Source: an optimization exercise on an open RTL-to-GDS flow (aim: small area, a short achievable clock period and few clock cycles per item). Production flows keep margins and buffers that such runs may drop.
RTL that was checked went through simulation tests only; none was proved equivalent to the original.
No functional check of the RTL was part of run 1.
No activity file was given, so power comes from the tool's default toggle rates.

==> design.v <==
module lath_eval (
    input  wire        clk,
    input  wire        rst,
    input  wire [31:0] origin_x,       
    input  wire [31:0] origin_y,       
    input  wire [31:0] pitch_x,        
    input  wire [31:0] pitch_y,        
    input  wire [31:0] lath_pitch,     
    input  wire [31:0] phase_offset,   
    input  wire [15:0] slant_num,      
    input  wire [15:0] slant_den,      
    input  wire        in_valid,
    output wire        in_ready,
    input  wire [13:0] px,
    input  wire [12:0] py,
    input  wire [1:0]  stripe,
    input  wire [15:0] corr,           
    output reg         out_valid,
    output wire [6:0]  v,
    output reg  [31:0] m,
    output reg  [15:0] corr_o,
    output wire [47:0] xo,             
    output wire [47:0] yo              
);
    reg [31:0] lp_r;
    reg [33:0] lp3_r;                  
    reg [31:0] po_r;
    reg [34:0] pol_r;                  
    reg [15:0] den_r;
    reg [15:0] sn_r;
    reg [29:0] ox_r, oy_r;
    reg [18:0] ptx_r, pty_r;
    always @(posedge clk) begin
        lp_r  <= lath_pitch;
        lp3_r <= {2'b0, lp_r} + {1'b0, lp_r, 1'b0};
        po_r  <= phase_offset;
        pol_r <= {3'b0, po_r} + {1'b0, lp_r, 2'b00};
        den_r <= slant_den;
        sn_r  <= slant_num;
        ox_r  <= origin_x[29:0];
        oy_r  <= origin_y[29:0];
        ptx_r <= pitch_x[18:0];
        pty_r <= pitch_y[18:0];
    end
    wire lnz = |lp_r;
    reg        a_free;
    reg        f_prei, f_pre, f_pk, f_pka, f_pkw, f_h0, f_h, f_p, f_c, f_done;
    reg [5:0]  a_cnt;
    reg        a_last;                 
    reg        pvalid;                 
    reg        yk;                     
    reg        b_busy;
    reg        b_pre;
    reg [4:0]  b_cnt;
    reg        b_last;                 
    reg        b_mcap;                 
    reg        b_vst;                  
    reg        o_org, o_run, o_dbl, o_xadd, o_yadd;
    wire b_free   = ~b_busy | b_last;
    wire b_load   = (f_c | f_done) & b_free;
    wire a_ready  = a_free | b_load;
    assign in_ready = a_ready;
    wire accept   = in_valid & a_ready;
    wire b_loadk  = f_pka;             
    wire b_any    = b_load | b_loadk;
    wire inflight_n = accept | (~a_free & ~b_load) | b_load | (b_busy & ~b_last);
    always @(posedge clk) begin
        if (rst) begin
            a_free <= 1'b1;
            {f_prei, f_pre, f_pk, f_pka, f_pkw, f_h0, f_h, f_p, f_c, f_done} <= 10'd0;
            a_cnt  <= 6'd0;
            a_last <= 1'b0;
            pvalid <= 1'b0;
            yk     <= 1'b0;
            b_busy <= 1'b0;
            b_pre  <= 1'b0;
            b_cnt  <= 5'd0;
            {b_last, b_mcap, b_vst} <= 3'd0;
            {o_org, o_run, o_dbl, o_xadd, o_yadd} <= 5'd0;
            out_valid <= 1'b0;
        end else begin
            if (f_prei) begin
                f_prei <= 1'b0;
                f_pre  <= 1'b1;
            end
            if (f_pre & a_last) begin
                f_pre <= 1'b0;
                f_pk  <= 1'b1;
            end
            if (f_pk) begin
                f_pk  <= 1'b0;
                f_pka <= 1'b1;
            end
            if (f_pka) begin
                f_pka <= 1'b0;
                f_pkw <= 1'b1;
            end
            if (f_pkw & b_mcap) begin
                f_pkw  <= 1'b0;
                f_h0   <= 1'b1;
                pvalid <= 1'b1;
            end
            if (f_h0) begin
                f_h0 <= 1'b0;
                f_h  <= 1'b1;
            end
            if (f_h & a_last) begin
                f_h <= 1'b0;
                f_p <= 1'b1;
            end
            if (f_p) begin
                f_p <= 1'b0;
                f_c <= 1'b1;
            end
            if (f_c) begin
                f_c    <= 1'b0;
                f_done <= 1'b1;
            end
            if (b_load) begin
                f_done <= 1'b0;
                a_free <= 1'b1;
            end
            if (accept) begin
                a_free <= 1'b0;
                f_prei <= ~pvalid;
                f_h0   <= pvalid;
            end
            if (f_prei | f_h0)
                a_cnt <= 6'd0;
            else
                a_cnt <= a_cnt + 6'd1;
            a_last <= (f_pre & (a_cnt == 6'd38)) | (f_h & (a_cnt == 6'd11));
            yk     <= (f_h0 | (f_h & ~a_last)) & pya[12];
            out_valid <= b_last & ~b_pre;
            if (b_any) begin
                b_busy <= 1'b1;
                b_pre  <= b_loadk;
                b_cnt  <= 5'd0;
            end else if (b_busy) begin
                b_cnt <= b_cnt + 5'd1;
                if (b_last)
                    b_busy <= 1'b0;
            end
            b_last  <= ~b_any & b_busy & (b_cnt == 5'd14);
            b_mcap  <= ~b_any & b_busy & (b_cnt == 5'd9);
            b_vst   <= ~b_any & b_busy & (b_cnt >= 5'd10) & (b_cnt <= 5'd13);
            o_org   <= ~b_any & b_busy & (b_cnt == 5'd5);
            o_run   <= b_load | (~b_any & b_busy & ~b_pre & (b_cnt < 5'd15));
            o_dbl   <= ~b_any & b_busy & (b_cnt < 5'd15) & (b_cnt != 5'd5);
            o_xadd  <= b_any ? pxa[13] :
                       (b_busy & (b_cnt != 5'd5) & ((b_cnt == 5'd14) | (o_org ? pxb[13] : pxb[12])));
            o_yadd  <= b_any ? 1'b0 :
                       (b_busy & (b_cnt != 5'd5) & ((b_cnt == 5'd14) | (o_org ? pyb[13] : pyb[12])));
            if (~inflight_n)
                pvalid <= 1'b0;
        end
    end
    reg [13:0] pxa;
    reg [1:0]  sta;
    reg [12:0] pya;                    
    reg [15:0] corra;
    reg [46:0] acc;                    
    reg [15:0] rr;                     
    reg [1:0]  cq;                     
    reg        rnz;                    
    reg [40:0] kq;                     
    reg [15:0] krem;
    wire [15:0] r_add  = f_pre ? {15'd0, kq[40]} : (pya[12] ? krem : 16'd0);
    wire [18:0] r_x    = {2'b0, rr, 1'b0};
    wire [18:0] r_y    = {3'b0, r_add};
    wire [18:0] r_z1   = ~{3'b0, den_r};
    wire [18:0] r_z2   = ~{2'b0, den_r, 1'b0};
    wire [18:0] r_t    = r_x + r_y;
    wire [18:0] r_s1   = (r_x ^ r_y ^ r_z1) + {(r_x & r_y) | (r_x & r_z1) | (r_y & r_z1), 1'b1};
    wire [18:0] r_s2   = (r_x ^ r_y ^ r_z2) + {(r_x & r_y) | (r_x & r_z2) | (r_y & r_z2), 1'b1};
    wire        c1     = ~r_s2[18];
    wire        c0     = ~c1 & ~r_s1[18];
    wire [15:0] r_next = c1 ? r_s2[15:0] : (c0 ? r_s1[15:0] : r_t[15:0]);
    wire [46:0] ay   = ({47{f_h0}} & ~({33'd0, pxa} << 11))
                     | ({47{yk}}   & {15'd0, kq[31:0]})
                     | ({47{f_p}}  & {12'd0, pol_r})
                     | ({47{f_c}}  & {{19{corra[15]}}, corra, 12'd0})
                     | ({47{f_pka}} & {1'b0, lp_r, 14'd0});
    wire        acin = f_h0 | (f_p & rnz);
    wire [46:0] ax   = ({47{f_h}} & {acc[45:0], cq[0]})
                     | ({47{f_h0}} & {20'd0, pxa, sta, 11'd0})
                     | ({47{f_p | f_c | f_done | f_pka}} & acc);
    wire        ax0  = ax[0];
    wire        as0  = ax0 ^ ay[0] ^ acin;
    wire        ak1  = (ax0 & ay[0]) | (ax0 & acin) | (ay[0] & acin) | (f_h & cq[1]);
    wire [45:0] ahi  = ax[46:1] + ay[46:1] + {45'd0, ak1};
    wire [46:0] asum = {ahi, as0};
    wire [15:0] nsn  = ~sn_r + 16'd1;                  
    wire        nsg  = ~sn_r[15] & (|sn_r);           
    always @(posedge clk) begin
        if (a_ready) begin
            pxa   <= px;
            sta   <= stripe;
            pya   <= py;
            corra <= corr;
            rr    <= 16'd0;
        end
        if (f_prei) begin
            kq <= {nsn, 24'd0, nsg};
            rr <= nsg ? den_r - 16'd1 : 16'd0;
        end
        if (f_pre) begin
            kq <= {kq[39:0], c0};
            rr <= r_next;
            if (a_last) begin
                krem <= r_next;
                rr   <= 16'd0;
            end
        end
        if (f_pk)
            acc <= {{6{kq[40]}}, kq};                    
        if (b_mcap & b_pre)
            kq <= {9'd0, b_next};
        if (f_h0 | (f_h & ~a_last)) begin
            rr  <= r_next;
            cq  <= {c1, c0};
            pya <= {pya[11:0], pya[12]};
        end
        if (f_h0 | f_h | f_p | f_c | f_pka)
            acc <= asum;
        rnz <= |rr;
    end
    reg [31:0] br;                     
    reg [21:0] bq;                     
    reg [13:0] pxb;
    reg [13:0] pyb;
    reg [15:0] corrb;
    reg [7:0]  vq;
    reg [39:0] xacc, yacc;
    reg        lnz_o;                  
    reg [31:0] m_r;
    reg [15:0] corr_r;
    wire [33:0] bt  = {br, bq[21:20]};
    wire [34:0] bs1 = {1'b0, bt} - {3'b0, lp_r};
    wire [34:0] bs2 = {1'b0, bt} - {2'b0, lp_r, 1'b0};
    wire [34:0] bs3 = {1'b0, bt} - {1'b0, lp3_r};
    wire        g3  = ~bs3[34];
    wire        g2  = ~bs2[34];
    wire        g1  = ~bs1[34];
    wire [31:0] b_next = g3 ? bs3[31:0] : (g2 ? bs2[31:0] : (g1 ? bs1[31:0] : bt[31:0]));
    wire        qh  = g2;
    wire        ql  = g3 | (g1 & ~g2);
    wire [39:0] xx   = ({40{o_dbl}} & {xacc[38:0], 1'b0}) | ({40{o_org}} & xacc);
    wire [39:0] yx   = ({40{o_dbl}} & {yacc[38:0], 1'b0}) | ({40{o_org}} & yacc);
    wire [39:0] xy   = ({40{o_org}} & {{10{ox_r[29]}}, ox_r}) | ({40{o_xadd}} & {21'd0, ptx_r});
    wire [39:0] yy   = ({40{o_org}} & {{10{oy_r[29]}}, oy_r}) | ({40{o_yadd}} & {21'd0, pty_r});
    assign v  = vq[7:1] & {7{lnz_o}};
    assign xo = {{8{xacc[39]}}, xacc};
    assign yo = {{8{yacc[39]}}, yacc};
    always @(*) begin
        m      = m_r & {32{lnz_o}};
        corr_o = corr_r & {16{lnz_o}};
    end
    always @(posedge clk) begin
        if (b_any) begin
            br <= {7'd0, asum[46:22]};
            bq <= asum[21:0];
        end else begin
            br <= b_next;
            bq <= {bq[19:0], 2'b00};
        end
        if (b_mcap & ~b_pre) begin
            m_r    <= b_next;
            corr_r <= corrb;
            lnz_o  <= lnz;
        end
        if (b_vst)
            vq <= {vq[5:0], qh, ql};
        if (o_run) begin
            xacc <= xx + xy;
            yacc <= yx + yy;
            if (~o_org) begin
                pxb <= {pxb[12:0], 1'b0};
                pyb <= {pyb[12:0], 1'b0};
            end
        end
        if (b_load) begin
            pxb   <= pxa;
            pyb   <= {1'b0, pya};
            corrb <= corra;
        end
    end
endmodule
==> run.sh <==
#!/bin/bash
# synth_recipe.tcl (not shown) runs the flow's synth.tcl, then flattens the netlist and writes it again
# the make line also repeats each setting of config.mk as NAME=value (left out here)
make -C /OpenROAD-flow-scripts/flow DESIGN_CONFIG=/design/flow/config.mk WORK_HOME=/design/flow/orfs CLKGATE_MAP_FILE= SYNTH_SCRIPT=/design/flow/synth_recipe.tcl finish
==> config.mk <==
export PLATFORM = sky130hd
export DESIGN_NAME = lath_eval
export DESIGN_NICKNAME = lath_eval
export VERILOG_FILES = /design/flow/design.v
export SDC_FILE = /design/flow/constraint.sdc
export NUM_CORES = 4
export LEC_CHECK = 0
export CAP_MARGIN = 20
export CORE_MARGIN = 2
export CORE_UTILIZATION = 40
export SLEW_MARGIN = 20
==> constraint.sdc <==
create_clock -name core_clock -period 11.0 [get_ports {clk}]
set_input_delay 2.2000 -clock core_clock [delete_from_list [all_inputs] [get_ports {clk}]]
set_output_delay 2.2000 -clock core_clock [all_outputs]
set_load 0.01 [all_outputs]
==> flow_summary.yaml, run 1 <==
min_path:
  min_to: "pol_r[0]"
  whs_path_depth: 0
  hold_class: "flip-flop to flip-flop"
  hold_start: "po_r[0]"
critical_path:
  ff2ff_path_depth: 20
  r2r_end: "acc[45]"
  worstSetupPathType: "flip-flop to primary output"
  cp.arrival_ns: 4.02
  end_kind: "primary output"
  cp_data_required_time_ns: 8.80
  crit_start: "f_c"
  r2r_start: "f_c"
  crit_path_max_fanout: 39
  r2r_slack_ns: 4.94
  worstSetupStartpointType: "flip-flop"
clock_network:
  cts_buffers: 82
  h-tree-depth: 3
  post_cts_buffers: 0
  clockBufferDepth: 3
  cts_resized: 0
  cts-root-buf: "clkbuf_16"
  cts_tree: "yes"
  cts-hold-fix-buffers: 0
  clkSlewWorstSetupHoldPaths_ns: 0.06
  clkLatencyLatePin_ns: 0.66
  cts.sinks: 702
global_route:
  grt_usage_pct: 23.23
  grt_overflow_total: 0
  antenna_found_initial: 4
  grt_max_degree: 67
  grt_pass1_wl_um: 193500
  grt_pass1_vias: 32340
detailed_routing:
  via_per_inst: 5.546
  routedWlPerCell_um: 21.24
  wl_met1_um: 56390
  dr.first_iter.drc_count: 2616
  wl_met3_um: 8329
  met2WireLength_um: 60420
  totalWireLength_um: 128700
  drtPass1Iterations: 11
  drc: 0
  dr.max_layer_used: "met5"
  num_vias: 33600
  ant_nets: 0
layout:
  fillCellCount: 9852
  multi_input_area_um2: 23120
  finalNonFillerCells: 6059
  final_core_util_pct: 48.25
  stdcell_area_um2: 50150
  ff_latch_area_um2: 17450
  areaGrowthSynthToFinish_pct: 19.29
  drive_above_1_share_pct: 6.332
  layout.nets: 5277
synthesis:
  synth_common_cells: "dfxtp_1 (364), ha_1 (353), edfxtp_1 (338), nand2_1 (321), a21oi_1 (308)"
  yosysTopAreaCell: "edfxtp_1"
  yosys_warnings: 1
  synth_cell_types: 94
  netlist.area_leader.share_pct: 24.14
  syn_area_um2: 42040
  yosysMostFrequentCell: "dfxtp_1"
  syn_inst: 4258
  synth-seq-cells: 702
  synthArstFlopShare_pct: 0
  synth_nets: 4926
  synth_ff_type: "dfxtp_1"
  synth_edf_count: 338
  yosysSeqAreaShare_pct: 41.47
  ys_top_cells_by_area: "edfxtp_1 (24%), dfxtp_1 (17%), ha_1 (11%), xnor2_1 (4.3%), a21oi_1 (3.7%)"
  avgSynthCellArea_um2: 9.874
floorplanning:
  start_util_pct: 40.45
  dieArea_um2: 107700
  rows: 118
  fp.dieH_um: 328.2
  die_w_um: 328.2
  ios: 425
  coreArea_um2: 103900
timing:
  timing.fmax_mhz: 160.8
  skew_ns: 0.02409
  hold_viol_final: 0
  tightestPinTransition_ns: 1.087
  drv_slew: 0
  rsz0062_at_grt: "false"
  min_period_ns: 6.219
  fin_crit_sh_pct: 56.54
  slew_headroom_pct: 27.55
  setup_viol: 0
  fin_tns_setup_ns: 0
placed_design:
  gp_congestion: 0.9103
  placed_cell_area_um2: 47370
  dp_hpwl_um: 97390
  io_buffer_count: 394
  dp_cells: 5905
pwr:
  p_per_area_nw_per_um2: 203.8
  total_power_mw: 10.22
  p_leak_nw: 21.30
  vdd_drop_max_mv: 0.1808
run:
  cap_violations: 0
run_status:
  outcome: "complete, no violations"
==> sequential cells by signal, summed over array words and instances, names as in the netlist, 16 cells and up <==
register / cells
m_r: 32
bq: 22
sn_r: 16
pol_r: 35
lp3_r: 34
lp_r: 32
rr: 16
den_r: 16
kq: 41
pty_r: 19
yacc: 40
corrb: 16
po_r: 32
krem: 16
br: 32
oy_r: 30
corr_r: 16
corra: 16
xacc: 40
ptx_r: 19
ox_r: 30
acc: 47
==> kinds of logic (layout without fill, tap and decap cells) <==
family,Yosys count,after routing,share of synthesized area (%)
flops,702,702,41.47
simple gates,1095,1095,12.58
mux,119,119,3.038
buf+inv,392,809,3.690
compound gates,1253,1253,20.39
xor+xnor,301,301,6.270
fa+ha+maj,396,396,12.55
other cells,0,4,0
==> layout by cell type (no fill, tap or decap), types with 44 or more instances in the layout <==
master and count:
clkdlybuf4s50_1 394, dfxtp_1 358, ha_1 353, edfxtp_1 338
nand2_1 320, a21oi_1 307, nor2_1 257, inv_1 225
o21ai_0 208, xnor2_1 205, a22o_1 143, a21o_1 129
and2_1 117, xor2_1 96, clkbuf_16 91, nand3_1 81
mux2_2 68, nor3_1 63, nand2b_1 59, o21a_1 53
mux2i_1 50, a31oi_1 48, nor2b_1 44
==> how the worst max path moves through the flow <==
stage | to | slack [ns] | cells after the start
detailed placement | acc[45] | 5.12 | 20
global placement | acc[45] | 5.11 | 20
floorplan | acc[45] | 6.28 | 21
CTS | in_ready | 4.74 | 8
finish | in_ready | 4.78 | 8
global route | in_ready | 4.41 | 8
==> critical path: stages (launching register included) <==
cell and delay, ns:
dfxtp_1 0.51, buf_4 0.29, o21ai_4 0.80, clkinv_1 0.16, buf_4 0.30, nor2_1 0.28
clkinv_1 0.10, buf_4 0.33, clkdlybuf4s50_1 0.56
==> where the power goes <==
part	internal (mW)	total (mW)	leakage, nW	switching (mW)
registers	3.05	3.29	6.22	0.239
logic	1.54	4.12	13.7	2.58
clock network	1.67	2.81	1.37	1.14
total	6.26	10.2	21.3	3.96
==> final cells by class <==
| cell class | instances | share of cell area (%) |
|---|---|---|
| Multi-Input combinational cell | 3164 | 46.10 |
| Clock inverter | 33 | 0.6436 |
| Antenna cell | 4 | 0.01996 |
| Inverter | 228 | 1.706 |
| Tap cell | 1380 | 3.443 |
| Timing Repair Buffer | 431 | 8.417 |
| Clock buffer | 117 | 4.875 |
| Sequential cell | 702 | 34.79 |
==> metrics by stage <==
stage                     hold WS [ns]  setup WS, ns
after CTS                       0.3339         4.744
after detailed placement        0.3150         5.118
after global routing            0.3437         4.411
final                           0.3288         4.781
after global placement          0.3149         5.108
after floorplan                 0.3096         6.284
==> layer usage <==
layer	GRT usage, %	vias up
met2	38.90	1058
li1	-	16360
met1	30.91	16000
met3	3.931	184
met4	6.373	2
met5	0	-
==> inputs of run 2 (changes only) <==
--- a/design.v
+++ b/design.v
@@ -58,6 +58,8 @@
     reg        o_org, o_run, o_dbl, o_xadd, o_yadd;
-    wire b_free   = ~b_busy | b_last;
-    wire b_load   = (f_c | f_done) & b_free;
-    wire a_ready  = a_free | b_load;
-    assign in_ready = a_ready;
+    reg        bl_r;                   
+    reg        rdy_r;                  
+    reg        f_pass;                 
+    wire b_load   = bl_r;
+    wire a_ready  = rdy_r;
+    assign in_ready = rdy_r;
     wire accept   = in_valid & a_ready;
@@ -66,2 +68,9 @@
     wire inflight_n = accept | (~a_free & ~b_load) | b_load | (b_busy & ~b_last);
+    wire f_c_n    = f_p;
+    wire f_done_n = (f_c | f_done) & ~b_load;
+    wire b_busy_n = b_any | (b_busy & ~b_last);
+    wire b_last_n = ~b_any & b_busy & (b_cnt == 5'd14);
+    wire bl_n     = (f_c_n | f_done_n) & (~b_busy_n | b_last_n);
+    wire a_free_n = (a_free | b_load) & ~in_valid;
+    wire pass_n   = (f_h & a_last) | f_p | f_done_n | f_pk;
     always @(posedge clk) begin
@@ -69,2 +78,5 @@
             a_free <= 1'b1;
+            bl_r   <= 1'b0;
+            rdy_r  <= 1'b1;
+            f_pass <= 1'b0;
             {f_prei, f_pre, f_pk, f_pka, f_pkw, f_h0, f_h, f_p, f_c, f_done} <= 10'd0;
@@ -81,2 +93,5 @@
         end else begin
+            bl_r   <= bl_n;
+            rdy_r  <= a_free_n | bl_n;
+            f_pass <= pass_n;
             if (f_prei) begin
@@ -186,3 +201,3 @@
                      | ({47{f_h0}} & {20'd0, pxa, sta, 11'd0})
-                     | ({47{f_p | f_c | f_done | f_pka}} & acc);
+                     | ({47{f_pass}} & acc);
     wire        ax0  = ax[0];
==> run 2 against run 1 <==
  * Still clean on timing, DRC and antenna
  * Flip-flop and latch count increased by 3
  * Sequential power about the same
  * Clock skew increased by 0.0081 ns
  * Via count increased by 5.2%
  * Synthesized area increased by 2.0%
  * Cell area increased by 1.8%
  * First-iteration DRC count increased by 13%
  * Largest power group unchanged
==> flow_summary.yaml, run 2 <==
run_status:
  outcome: "complete, no violations"
global_route:
  grt_overflow_total: 0
  grt_pass1_vias: 33840
  grt_pass1_wl_um: 207200
  grt_max_degree: 65
  antenna_found_initial: 9
  grt_usage_pct: 24.23
clock_network:
  cts-hold-fix-buffers: 0
  cts.sinks: 705
  cts_tree: "yes"
  post_cts_buffers: 0
  cts-root-buf: "clkbuf_16"
  cts_resized: 0
  clkSlewWorstSetupHoldPaths_ns: 0.06
  clockBufferDepth: 3
  cts_buffers: 82
  h-tree-depth: 3
  clkLatencyLatePin_ns: 0.68
detailed_routing:
  drc: 0
  routedWlPerCell_um: 21.87
  num_vias: 35370
  via_per_inst: 5.679
  totalWireLength_um: 136200
  dr.first_iter.drc_count: 2964
  drtPass1Iterations: 7
  ant_nets: 0
synthesis:
  avgSynthCellArea_um2: 9.716
  synth_ff_type: "dfxtp_1"
  synthArstFlopShare_pct: 0
  netlist.area_leader.share_pct: 23.67
  synth_common_cells: "nand2_1 (386), dfxtp_1 (367), ha_1 (353), edfxtp_1 (338), a21oi_1 (322)"
  yosysTopAreaCell: "edfxtp_1"
  synth_nets: 5082
  yosysSeqAreaShare_pct: 40.80
  yosys_warnings: 1
  synth-seq-cells: 705
  synth_edf_count: 338
  syn_area_um2: 42890
  syn_inst: 4414
  yosysMostFrequentCell: "nand2_1"
  synth_cell_types: 98
  ys_top_cells_by_area: "edfxtp_1 (24%), dfxtp_1 (17%), ha_1 (10%), xnor2_1 (4.0%), a21oi_1 (3.8%)"
placed_design:
  preCtsSetupSlack_ns: 5.483
  io_buffer_count: 394
  placed_cell_area_um2: 48220
  dp_hpwl_um: 102000
  gp_congestion: 0.9281
timing:
  fin_ws_ns: 5.375
  fin_tns_setup_ns: 0
  tightestPinTransition_ns: 1.156
  skew_ns: 0.03219
  fin_crit_sh_pct: 51.14
  setup_viol: 0
  slew_headroom_pct: 22.13
  min_period_ns: 5.625
  hold_viol_final: 0
  timing.fmax_mhz: 177.8
  rsz0062_at_grt: "false"
  drv_slew: 0
pwr:
  clock_power_share_pct: 27.6
  vdd_drop_max_mv: 0.1266
  p_int_mw: 6.334
  p_leak_nw: 21.51
  pwr-share-seq_pct: 31.8
  total_power_mw: 10.39
  p_sw_mw: 4.060
  combPwrFrac_pct: 40.6
  p_per_area_nw_per_um2: 203.6
  switching_share_pct: 39.06
layout:
  largest_reg_flops: 47
  fillCellCount: 10100
  drive_above_1_share_pct: 6.241
  layout.nets: 5423
  final_core_util_pct: 47.82
  layout_commonest_cell: "clkdlybuf4s50_1"
  top_regs: "acc: 47 flops, kq: 41 flops"
  stdcell_area_um2: 51040
  largest_register: "acc"
  final_cell_mix: "clkdlybuf4s50_1 (394), nand2_1 (386), dfxtp_1 (360)"
  areaGrowthSynthToFinish_pct: 19.02
floorplanning:
  ios: 425
  fp.dieH_um: 331.4
  coreArea_um2: 106800
  rows: 120
  dieArea_um2: 109900
  die_w_um: 331.4
  start_util_pct: 40.17
critical_path:
  cp.arrival_ns: 6.01
  end_kind: "flip-flop"
  crit_path_max_fanout: 25
  worstSetupPathType: "flip-flop to flip-flop"
  cp_common_cell: "fa_1"
  slowest_stage: "dfxtp_1"
  crit_path_cell_trace: "buf_4, a221o_1, fa_1, a21oi_1, fa_1, fa_1, nand2b_1, a21oi_2, o21ai_1, o211ai_2, o21ai_1, o41ai_4, a31oi_1, o41ai_1, xnor2_1, o21ai_0"
  max_stage_delay_ns: 0.81
  cp_data_required_time_ns: 11.39
  worstSetupStartpointType: "flip-flop"
min_path:
  hold_class: "flip-flop to flip-flop"
run:
  cap_violations: 0
## run 2: changes by cell type in the layout (fill, tap and decap cells not counted), moves of 10 or more
cell,delta
o21ai_1,-18
mux2_2,-17
a211o_1,+10
nor2b_1,-10
o211ai_1,+22
o2111ai_1,+16
a222oi_1,-11
o31a_1,+10
nand2_1,+66
a21oi_1,+14
xnor2_1,-10
o21a_1,+11
nand3_1,+13
## run 2: cell families (layout without fill, tap and decap cells)
group,Yosys count,after routing,synth area share (%)
adders and majority gates,396,396,12.31
xor gates and xnor gates,292,292,5.963
AOI/OAI and AO/OA,1317,1317,21.31
muxes,95,95,2.366
DFF,705,705,40.80
and+or+nand+nor,1192,1192,13.41
buffers and inverters,417,826,3.845
other,0,2,0
## run 2: final timing paths
| path | startpoint | endpoint | slack [ns] | depth (start not counted) |
|---|---|---|---|---|
| max | f_p | acc[43] | 5.37 | 16 |
| min | po_r[1] | pol_r[1] | 0.33 | 0 |
| max reg2reg | f_p | acc[43] | 5.37 | 16 |
| min reg2reg | po_r[1] | pol_r[1] | 0.33 | 0 |
## run 2: critical path, delay by kind of cell (launching register included)
kind | cells | cell delay (ns)
DFF | 1 | 0.81
adders and majority gates | 3 | 1.07
and+or+nand+nor | 1 | 0.20
buffers and inverters | 1 | 0.45
AOI/OAI and AO/OA | 10 | 2.57
xor gates and xnor gates | 1 | 0.20
## run 2: power groups by stage
stage	clock, mW	sequential (mW)	combinational (mW)
3_5_place_dp	0	3.36	4.15
2_1_floorplan	0	3.23	2.86
5_1_grt	3.04	3.32	4.60
3_3_place_gp	0	3.37	4.14
4_1_cts	2.95	3.31	4.19
6_report	2.86	3.31	4.22
## run 2: metal layers
layer / vias up / routed length (µm) / global-route usage, %
li1: 16940 / - / -
met1: 17000 / 60570 / 32.76
met2: 1192 / 62420 / 39.51
met3: 219 / 8944 / 3.753
met4: 8 / 4242 / 8.132
met5: - / 46 / 0
## run 2: cell type report
cell class	count	area, µm²	area share (%)
Clock inverter	34	377.9	0.7403
Antenna cell	2	5.005	0.009805
Sequential cell	705	17510	34.30
Inverter	235	882.1	1.728
Timing Repair Buffer	439	4282	8.388
Clock buffer	118	2445	4.790
Tap cell	1403	1755	3.439
Multi-Input combinational cell	3292	23790	46.60
## run 2: per-stage QoR
stage	hold slack (ns)	instances
finish	0.3313	6228
floorplan	0.3096	4414
CTS	0.3346	6226
detailed placement	0.3161	6074
global placement	0.3148	6074
global route	0.3379	6228
Testbench counts of run 2, summed over its fixed seeds: cycles 26,880, items 1,536.
==> inputs of run 3 (changes only) <==
--- a/config.mk
+++ b/config.mk
@@ -9,3 +9,4 @@
 export CORE_MARGIN = 2
-export CORE_UTILIZATION = 40
+export CORE_UTILIZATION = 60
+export PLACE_DENSITY = 0.75
 export SLEW_MARGIN = 20
==> run 3 against run 2 <==
  * Clock power down 9.4%
  * Cell count fell by 7.6%
  * Via count is 0.48% lower
  * Fmax is 3.0% higher
  * Total power is 3.9% lower
  * Global-route usage is 8.2 points higher
  * Clock-buffer cell count is 7 lower
  * Worst hold slack improved by 0.011 ns
  * Register-to-register slack better by 0.17 ns
  * Utilization up 23 points
  * Flip-flop and latch count is the same
  * Critical endpoint is now acc[46]
  * Largest power group unchanged
==> flow_summary.yaml, run 3 <==
pwr:
  total_power_mw: 9.984
  p_per_area_nw_per_um2: 199.3
  clock_power_share_pct: 25.9
  p_int_mw: 6.106
  p_sw_mw: 3.878
  vdd_drop_max_mv: 0.2807
  combPwrFrac_pct: 41.0
  pwr-share-seq_pct: 33.1
  switching_share_pct: 38.84
  p_leak_nw: 21.31
critical_path:
  crit_path_max_fanout: 35
  end_kind: "flip-flop"
  cp.arrival_ns: 5.85
  r2r_end: "acc[46]"
  crit_start: "f_h0"
  worstSetupStartpointType: "flip-flop"
  worstSetupPathType: "flip-flop to flip-flop"
  cp_data_required_time_ns: 11.39
  ff2ff_path_depth: 16
  r2r_start: "f_h0"
  r2r_slack_ns: 5.54
global_route:
  grt_pass1_wl_um: 187300
  antenna_found_initial: 2
  grt_usage_pct: 32.41
  grt_pass1_vias: 32970
  grt_max_degree: 79
  grt_overflow_total: 0
layout:
  largest_register: "acc"
  stdcell_area_um2: 50100
  ff_latch_area_um2: 17510
  layout_commonest_cell: "clkdlybuf4s50_1"
  fillCellCount: 5576
  final_cell_mix: "clkdlybuf4s50_1 (394), nand2_1 (386), dfxtp_1 (361)"
  drive_above_1_share_pct: 5.702
  multi_input_area_um2: 23780
  largest_reg_flops: 47
  areaGrowthSynthToFinish_pct: 16.81
  top_regs: "acc: 47 flops, kq: 41 flops"
  finalNonFillerCells: 5757
  layout.nets: 5407
floorplanning:
  dieArea_um2: 73630
  fp.dieH_um: 271.4
  rows: 98
  coreArea_um2: 71120
  die_w_um: 271.4
  start_util_pct: 60.30
  ios: 425
placed_design:
  io_buffer_count: 394
  placed_cell_area_um2: 47550
  gp_congestion: 0.9641
  dp_hpwl_um: 92150
  dp_cells: 5609
clock_network:
  cts.sinks: 705
  h-tree-depth: 3
  cts_buffers: 78
  post_cts_buffers: 0
  cts_resized: 0
  cts-root-buf: "clkbuf_16"
  clkLatencyLatePin_ns: 0.64
  clkSlewWorstSetupHoldPaths_ns: 0.06
  clockBufferDepth: 3
  cts_tree: "yes"
  cts-hold-fix-buffers: 0
synthesis:
  synth-seq-cells: 705
  yosys_warnings: 1
  synth_common_cells: "nand2_1 (386), dfxtp_1 (367), ha_1 (353), edfxtp_1 (338), a21oi_1 (322)"
  synth_ff_type: "dfxtp_1"
  netlist.area_leader.share_pct: 23.67
  yosysMostFrequentCell: "nand2_1"
  synthArstFlopShare_pct: 0
  synth_nets: 5082
  ys_top_cells_by_area: "edfxtp_1 (24%), dfxtp_1 (17%), ha_1 (10%), xnor2_1 (4.0%), a21oi_1 (3.8%)"
  yosysSeqAreaShare_pct: 40.80
  syn_area_um2: 42890
  syn_inst: 4414
  synth_cell_types: 98
  yosysTopAreaCell: "edfxtp_1"
  avgSynthCellArea_um2: 9.716
  synth_edf_count: 338
timing:
  hold_viol_final: 0
  tightestPinTransition_ns: 1.117
  timing.fmax_mhz: 183.1
  slew_headroom_pct: 25.52
  rsz0062_at_grt: "false"
  setup_viol: 0
  drv_slew: 0
  fin_tns_setup_ns: 0
  fin_crit_sh_pct: 49.64
  skew_ns: 0.01804
  min_period_ns: 5.460
detailed_routing:
  num_vias: 35200
  dr.first_iter.drc_count: 3005
  drtPass1Iterations: 7
  via_per_inst: 6.114
  routedWlPerCell_um: 21.43
  drc: 0
  totalWireLength_um: 123400
  ant_nets: 0
run_status:
  outcome: "complete, no violations"
min_path:
  whs_path_depth: 0
  hold_start: "po_r[0]"
  hold_class: "flip-flop to flip-flop"
  min_to: "pol_r[0]"
run:
  cap_violations: 0
[run 3: worst max path at each step]
stage / depth (start not counted) / slack [ns] / end
4_1_cts: 17 / 5.68 / acc[39]
3_3_place_gp: 17 / 5.68 / acc[39]
3_5_place_dp: 17 / 5.71 / acc[39]
5_1_grt: 16 / 5.24 / acc[42]
6_report: 16 / 5.54 / acc[46]
2_1_floorplan: 18 / 6.46 / acc[43]
[run 3: through the flow]
step	hold slack (ns)	utilization, %	worst slack [ns]
final	0.3422	70.44	5.540
after global routing	0.3442	70.44	5.240
after CTS	0.3506	70.43	5.678
after detailed placement	0.3345	66.86	5.714
after global placement	0.3169	66.86	5.677
after floorplan	0.3096	-	6.458
[run 3: layout make-up]
cell class / count / share of cell area, %
clock buffers: 111 / 4.513
well taps: 950 / 2.373
diodes: 2 / 0.009991
clock inverters: 35 / 0.5545
multi-input cells: 3292 / 47.47
inverters: 235 / 1.761
flip-flops and latches: 705 / 34.95
repair buffers: 427 / 8.367
[run 3: worst max-delay path, stage by stage, from the launching register on]
cell	delay, ns
dfxtp_1	0.29
buf_4	0.25
inv_1	0.52
nand2_1	0.14
fa_1	0.38
a21oi_1	0.37
fa_1	0.34
nor2b_1	0.07
o31a_1	0.28
o2111ai_1	0.32
a2111oi_0	0.20
a211oi_1	0.83
o21ai_1	0.33
a31o_2	0.28
a21oi_1	0.18
xnor2_1	0.14
mux2_2	0.28
[run 3: metal layers]
layer | GRT usage [%] | vias to the layer above | share of wire (%)
met5 | 0 | - | 0
met4 | 14.66 | 0 | 4.8
met3 | 5.077 | 296 | 7.3
met2 | 52.58 | 1435 | 46
met1 | 42.84 | 16560 | 42
li1 | - | 16910 | -
[run 3: power groups by stage]
stage	logic, mW	registers, mW	clock network [mW]
final	4.10	3.30	2.59
after global routing	4.45	3.31	2.73
after CTS	4.02	3.30	2.62
after detailed placement	3.98	3.35	0
after global placement	3.96	3.35	0
after floorplan	2.86	3.23	0
[run 3: cell families after synthesis]
family / after synthesis / synth area share, %
adders and majority gates: 396 / 12.31
muxes: 95 / 2.366
AOI/OAI and AO/OA: 1317 / 21.31
and+or+nand+nor: 1192 / 13.41
xor gates and xnor gates: 292 / 5.963
buffers and inverters: 417 / 3.845
DFF: 705 / 40.80

-- static timing again, ports no longer ideal --
No port has a modelled driver above. Below, the same layouts with a new extraction and two added sets of constraints. Step 1, drivers: a clkbuf_16 drives clk and a buf_2 each remaining input, both assumed. Step 2 moves the port delays by t, midway between the first and last clock arrival at a register: inputs arrive t later, outputs are due t later. That takes back most of the time a late clock gives input paths. a / b / c = ideal ports / drivers / drivers and shift; a / b = the first two.
run | t, ns | slack for setup (ns) | hold slack, ns | worst register clock-pin slew, ns
run 1 | 0.716 | 4.781 / 4.708 / 4.940 | 0.329 / 0.329 / 0.329 | 0.07 / 0.07
run 2 | 0.740 | 5.375 / 5.375 / 5.375 | 0.331 / 0.331 / 0.331 | 0.06 / 0.06
run 3 | 0.702 | 5.540 / 5.540 / 5.540 | 0.342 / 0.342 / 0.342 | 0.07 / 0.07
After both steps every run listed still meets setup and hold.
